What follows belongs to an exercise in optimizing a design on an open flow for small area, a short achievable clock period and few clock cycles per item; a production flow would make more cautious choices. Where RTL was checked, it was by simulation tests only, not by an equivalence proof against the original.

run A:
==> flow/design.v <==
module sr_bf16 (
    input  wire        clk,
    input  wire        rst,
    input  wire        cfg_load,
    input  wire [63:0] cfg_seed,
    input  wire [63:0] cfg_step,
    input  wire [63:0] cfg_idx_base,
    input  wire [63:0] cfg_idx_stride,
    input  wire        in_valid,
    output reg         in_ready,
    input  wire [31:0] in_data,
    output reg         out_valid,
    input  wire        out_ready,
    output reg  [15:0] out_data
);
    reg [63:0] seed, step, stride;
    reg [63:0] idx;           
    function [31:0] rotl;
        input [31:0] x;
        input integer n;
        begin
            rotl = (x << n) | (x >> (32 - n));
        end
    endfunction
    function [31:0] add2;
        input [31:0] x, y;
        reg [31:0] p, g, pp, gg, p2, g2;
        integer i, l;
        begin
            p = x ^ y; g = x & y; pp = p; gg = g;
            for (l = 0; l < 5; l = l + 1) begin
                g2 = gg; p2 = pp;
                for (i = 0; i < 32; i = i + 1)
                    if ((i >> l) % 2 == 1) begin
                        gg[i] = g2[i] | (p2[i] & g2[((i >> l) << l) - 1]);
                        pp[i] = p2[i] & p2[((i >> l) << l) - 1];
                    end
            end
            add2 = p ^ {gg[30:0], 1'b0};
        end
    endfunction
    function [31:0] add3;
        input [31:0] x, y, z;
        reg [31:0] s, c;
        begin
            s = x ^ y ^ z;
            c = (x & y) | (x & z) | (y & z);
            add3 = add2(s, {c[30:0], 1'b0});
        end
    endfunction
    wire [31:0] k0 [0:3];
    wire [31:0] k1 [0:3];
    assign k0[0] = seed[31:0];
    assign k1[0] = seed[63:32];
    assign k0[1] = seed[31:0]  + 32'h9e37_79b9;
    assign k1[1] = seed[63:32] + 32'hbb67_ae85;
    assign k0[2] = seed[31:0]  + 32'h3c6e_f372;
    assign k1[2] = seed[63:32] + 32'h76cf_5d0a;
    assign k0[3] = seed[31:0]  + 32'hdaa6_6d2b;
    assign k1[3] = seed[63:32] + 32'h3237_0b8f;
    function [127:0] sr_step;
        input [127:0] st;
        input [31:0]  ka, kc;
        input integer j;
        reg [31:0] a, b, c, d;
        begin
            a = st[127:96]; b = st[95:64]; c = st[63:32]; d = st[31:0];
            case (j % 4)
                0: begin a = add3(a, b, ka); d = rotl(d ^ a, 16); end
                1: begin c = add3(c, d, kc); b = rotl(b ^ c, 12); end
                2: begin a = add2(a, b);     d = rotl(d ^ a, 8);  end
                default: begin c = add2(c, d); b = rotl(b ^ c, 7); end
            endcase
            sr_step = {a, b, c, d};
        end
    endfunction
    function [15:0] sr_round;
        input [31:0] x;
        input [15:0] r;
        reg [31:0] sum;
        begin
            if (x[30:23] == 8'hFF) begin
                if (x[22:0] != 23'd0) sr_round = {x[31], 15'h7FC0};    
                else                  sr_round = x[31:16];            
            end else begin
                sum = x + {16'd0, r};
                if (sum[30:23] == 8'hFF) sr_round = {x[31], 15'h7F7F};
                else                     sr_round = sum[31:16];
            end
        end
    endfunction
    wire accept = in_valid && in_ready;
    integer j;
    reg [127:0] h0;
    always @* begin
        h0 = {idx[31:0], idx[63:32], step[31:0], step[63:32]};
        for (j = 0; j < 3; j = j + 1)
            h0 = sr_step(h0, k0[j / 4], k1[j / 4], j);
    end
    reg [127:0] p1_st;
    reg [31:0]  p1_x;
    reg         p1_v;
    always @(posedge clk) begin
        p1_st <= h0;
        p1_x  <= in_data;
        p1_v  <= !rst && accept;
    end
    reg [127:0] h1;
    always @* begin
        h1 = p1_st;
        for (j = 3; j < 6; j = j + 1)
            h1 = sr_step(h1, k0[j / 4], k1[j / 4], j);
    end
    reg [127:0] p2_st;
    reg [31:0]  p2_x;
    reg         p2_v;
    always @(posedge clk) begin
        p2_st <= h1;
        p2_x  <= p1_x;
        p2_v  <= !rst && p1_v;
    end
    reg [127:0] h2;
    always @* begin
        h2 = p2_st;
        for (j = 6; j < 10; j = j + 1)
            h2 = sr_step(h2, k0[j / 4], k1[j / 4], j);
    end
    reg [127:0] p3_st;
    reg [31:0]  p3_x;
    reg         p3_v;
    always @(posedge clk) begin
        p3_st <= h2;
        p3_x  <= p2_x;
        p3_v  <= !rst && p2_v;
    end
    reg [127:0] h3;
    always @* begin
        h3 = p3_st;
        for (j = 10; j < 13; j = j + 1)
            h3 = sr_step(h3, k0[j / 4], k1[j / 4], j);
    end
    reg [127:0] p4_st;
    reg [31:0]  p4_x;
    reg         p4_v;
    always @(posedge clk) begin
        p4_st <= h3;
        p4_x  <= p3_x;
        p4_v  <= !rst && p3_v;
    end
    reg [127:0] h4;
    always @* begin
        h4 = p4_st;
        for (j = 13; j < 16; j = j + 1)
            h4 = sr_step(h4, k0[j / 4], k1[j / 4], j);
    end
    wire [31:0] rnd = h4[127:96] ^ h4[95:64] ^ h4[63:32] ^ h4[31:0];
    wire [15:0] res = sr_round(p4_x, rnd[15:0]);
    reg [5:0] t;
    wire       pop  = out_valid && out_ready;
    wire       push = p4_v;
    integer u;
    reg [3:0] held;
    always @* begin
        held = p1_v + p2_v + p3_v + p4_v;
        for (u = 0; u < 6; u = u + 1)
            held = held + t[u];
    end
    wire room0 = held <= 4'd6;
    wire room1 = held <= 4'd5;
    wire room2 = held <= 4'd4;
    reg [15:0] q1;
    reg [15:0] q2;
    reg [15:0] q3;
    reg [15:0] q4;
    reg [15:0] q5;
    always @(posedge clk) begin
        if (rst) begin
            t         <= 6'd0;
            out_valid <= 1'b0;
            in_ready  <= 1'b0;
        end else begin
            if (push && !pop) begin
                t         <= {t[4:0], 1'b1};
                out_valid <= 1'b1;
            end else if (pop && !push) begin
                t         <= {1'b0, t[5:1]};
                out_valid <= t[1];
            end
            if (accept && !pop)      in_ready <= room2;
            else if (pop && !accept) in_ready <= room0;
            else                     in_ready <= room1;
        end
        if (pop) out_data <= (t[0] && !t[1]) ? res : q1;
        else if (!t[0]) out_data <= res;
        if (pop) q1 <= (t[1] && !t[2]) ? res : q2;
        else if (t[0] && !t[1]) q1 <= res;
        if (pop) q2 <= (t[2] && !t[3]) ? res : q3;
        else if (t[1] && !t[2]) q2 <= res;
        if (pop) q3 <= (t[3] && !t[4]) ? res : q4;
        else if (t[2] && !t[3]) q3 <= res;
        if (pop) q4 <= (t[4] && !t[5]) ? res : q5;
        else if (t[3] && !t[4]) q4 <= res;
        if (pop) q5 <= (t[5]) ? res : res;
        else if (t[4] && !t[5]) q5 <= res;
        if (cfg_load) begin
            seed   <= cfg_seed;
            step   <= cfg_step;
            stride <= cfg_idx_stride;
            idx    <= cfg_idx_base;
        end else if (accept) begin
            idx    <= idx + stride;
        end
    end
endmodule
Settings: LEC_CHECK=0, CAP_MARGIN=20, CORE_MARGIN=2, CORE_UTILIZATION=60, PLACE_DENSITY=0.75, SLEW_MARGIN=20; clock period 60.0 ns.
run.sh (not shown) runs the stock make flow with config.mk's settings and CLKGATE_MAP_FILE= SYNTH_SCRIPT=/design/flow/synth_recipe.tcl, a recipe that flattens the netlist after the stock synthesis.
Run A completed every stage of the flow, and the final layout passed the timing, design-rule and antenna checks.
#### Input delta (run B over run A)
- a change of CORE_UTILIZATION from 60 to 40
- a change of PLACE_DENSITY from 0.75 to 0.6
[summary]
- For the worst slack on hold paths, run B came in 3.6 ps lower than run A did.
- Run B against run A; via count of the first global-routing pass is down by a few percent.
- For the worst slack at placement, run B came in 480 ps higher than run A did.
- Die area: run B vs run A up 53000 sq um
- Run B vs. run A: fraction of standard cell area that is sequential now smaller; global routing usage on met2 decreased by 20 points relative to the old numbers.
No run of this note included a check of the RTL's function; only the layout flow was run.

---

RTL: the design.v shown in full above, as it stands there.
Settings: LEC_CHECK=0, CAP_MARGIN=70, CORE_MARGIN=2, CORE_UTILIZATION=40, PLACE_DENSITY=0.6, SLEW_MARGIN=85; clock period 60.0 ns.
Then changed:
--- a/flow/config.mk
+++ b/flow/config.mk
@@ -7,3 +7,3 @@
 export LEC_CHECK = 0
-export CAP_MARGIN = 70
+export CAP_MARGIN = 50
 export CORE_MARGIN = 2
@@ -11,2 +11,2 @@
 export PLACE_DENSITY = 0.6
-export SLEW_MARGIN = 85
+export SLEW_MARGIN = 70
After rerunning:
- The new run produced a clean layout
- cell area went down by 22%
- hold slack stays flat
- flip-flop and latch count stays the same
- synthesized cell count stays the same
- global-route usage went down by 2.3 points
- synthesized area does not change
- clock-buffer cell count went up by 9
- non-clock buffer count went down by 1549
- first-iteration DRC count went down by 13%
No functional check of the RTL was part of any run of this note.

---

Another version of the RTL of sr_bf16 (not shown whole).
For scale: roughly 5900 cells after synthesis, roughly 1000 flip-flops.
clock: 60.0 ns
lec_check: 0
cap_margin: 20
core_margin: 2
core_utilization: 40
cts_cluster_diameter: 100
cts_cluster_size: 30
place_density: 0.6
slew_margin: 20
standard.sh (not shown) runs the stock make flow with config.mk's settings and CLKGATE_MAP_FILE= SYNTH_SCRIPT=/design/flow/synth_recipe.tcl, a recipe that flattens the netlist after the stock synthesis.
==> flow/flow/run.sh <==
#!/bin/bash
# The standard layout (standard.sh: ORFS from the standard synthesis to
# finish, unchanged), except that
# - buffer_ports gives the ports sky130_fd_sc_hd__buf_2 buffers instead of
#   the cell it picks by default;
# - the global placement and resizing steps cap the fanout of nets at 16
#   (flow/fanout.tcl), so high-fanout nets are buffered as trees.
# make's output goes to flow.log; each ORFS step logs under orfs/logs/.
set -euo pipefail
export BUFFER_PORTS_ARGS="-buffer_cell sky130_fd_sc_hd__buf_2"
export PRE_GLOBAL_PLACE_TCL="$PWD/flow/fanout.tcl"
export PRE_RESIZE_TCL="$PWD/flow/fanout.tcl"
bash standard.sh finish > flow.log 2>&1
==> flow/flow/fanout.tcl <==
# Placement-step hook: cap the fanout of every net, so that repair_design
# splits the key-record load strobe and the other wide nets into trees of
# buffers instead of long chains.
set_max_fanout 16 [current_design]
The first run finished with timing, DRC and antenna clean.
Testbench counts at the start, summed over its fixed seeds: cycles 24,056, items 24,000.
Then changed:
- CTS_CLUSTER_DIAMETER: 100 -> default
- CTS_CLUSTER_SIZE: 30 -> default
After rerunning: The new run produced a clean layout. Area after synthesis stays the same. First-iteration DRC count came out higher by 0.54%. Via count increases by 0.48%. Register-to-register slack gets worse by 240 ps. Routed wire length increases by 0.82%. Critical path depth is unchanged.
Then changed:
- CTS_CLUSTER_DIAMETER: default -> 100
- CTS_CLUSTER_SIZE: default -> 20
After rerunning: The changed run passed the timing, design-rule and antenna checks; utilization shrinks by 1.3 points; global-route usage shrinks by 0.20 points.
Then changed:
- CTS_CLUSTER_DIAMETER: 100 -> 80
- CTS_CLUSTER_SIZE: 20 -> 24
Register-to-register slack degrades by 170 ps; die area is unchanged; worst setup slack degrades by 44 ps; global-route usage is about the same; synthesized cell count is unchanged.
Then changed:
--- a/flow/flow/run.sh
+++ b/flow/flow/run.sh
@@ -5,3 +5,3 @@
 #   the cell it picks by default;
-# - the global placement and resizing steps cap the fanout of nets at 16
+# - the global placement and resizing steps cap the fanout of nets at 32
 #   (flow/fanout.tcl), so high-fanout nets are buffered as trees.
--- a/flow/flow/fanout.tcl
+++ b/flow/flow/fanout.tcl
@@ -3,2 +3,2 @@
 # buffers instead of long chains.
-set_max_fanout 16 [current_design]
+set_max_fanout 32 [current_design]
- CTS_CLUSTER_DIAMETER: 80 -> default
- CTS_CLUSTER_SIZE: 24 -> default
=> The new run ran to the end with no violations; core utilization is higher by 1.0 points; setup slack loses 56 ps; die area is unchanged; first-iteration DRC count rises by 0.42%; via count grows by about 1%; wire length hardly moves.

[static timing again, ports no longer ideal]
How much do the figures lean on ideal ports? The routed layouts below were timed once more, with nothing changed but the port constraints. Step 1 sets driving cells, clkbuf_16 on the clock port and buf_2 on the other inputs (assumed; they add their load-dependent delay and slew). Step 2, shift: input delay + t, output delay - t, t = (earliest + latest rising clock arrival at the registers) / 2. This alone moves slack from input paths to output paths. Three values: ideal ports, drivers, drivers and shift; two values: the first two.
run	t (ns)	setup slack, ns	hold WS [ns]	clock arrival spread, ns	pins driven straight from the clock port
run A	0.814	42.417 / 42.417 / 42.417	0.319 / 0.319 / 0.319	0.051 / 0.052	1
run B	0.828	43.258 / 43.258 / 43.258	0.316 / 0.316 / 0.316	0.037 / 0.037	1
the first run of note 2	0.853	19.701 / 19.701 / 19.701	0.321 / 0.321 / 0.321	0.041 / 0.041	1
the second run of note 2	0.837	43.930 / 43.930 / 43.930	0.323 / 0.323 / 0.323	0.036 / 0.037	1
the first run of note 3	0.772	46.428 / 46.492 / 45.720	0.449 / 0.449 / 0.449	0.064 / 0.064	1
the second run of note 3	0.818	46.479 / 46.538 / 45.720	0.432 / 0.432 / 0.432	0.043 / 0.043	1
the third run of note 3	0.811	46.474 / 46.531 / 45.720	0.440 / 0.440 / 0.440	0.036 / 0.036	1
the fourth run of note 3	0.770	46.430 / 46.488 / 45.719	0.439 / 0.439 / 0.439	0.045 / 0.045	1
the fifth run of note 3	0.832	46.375 / 46.429 / 45.597	0.438 / 0.438 / 0.438	0.079 / 0.080	1
After both steps every run listed still meets setup and hold. For the fifth run of note 3, which loses most, drivers alone change the setup slack by +0.054 ns; drivers and shift together by -0.778 ns.
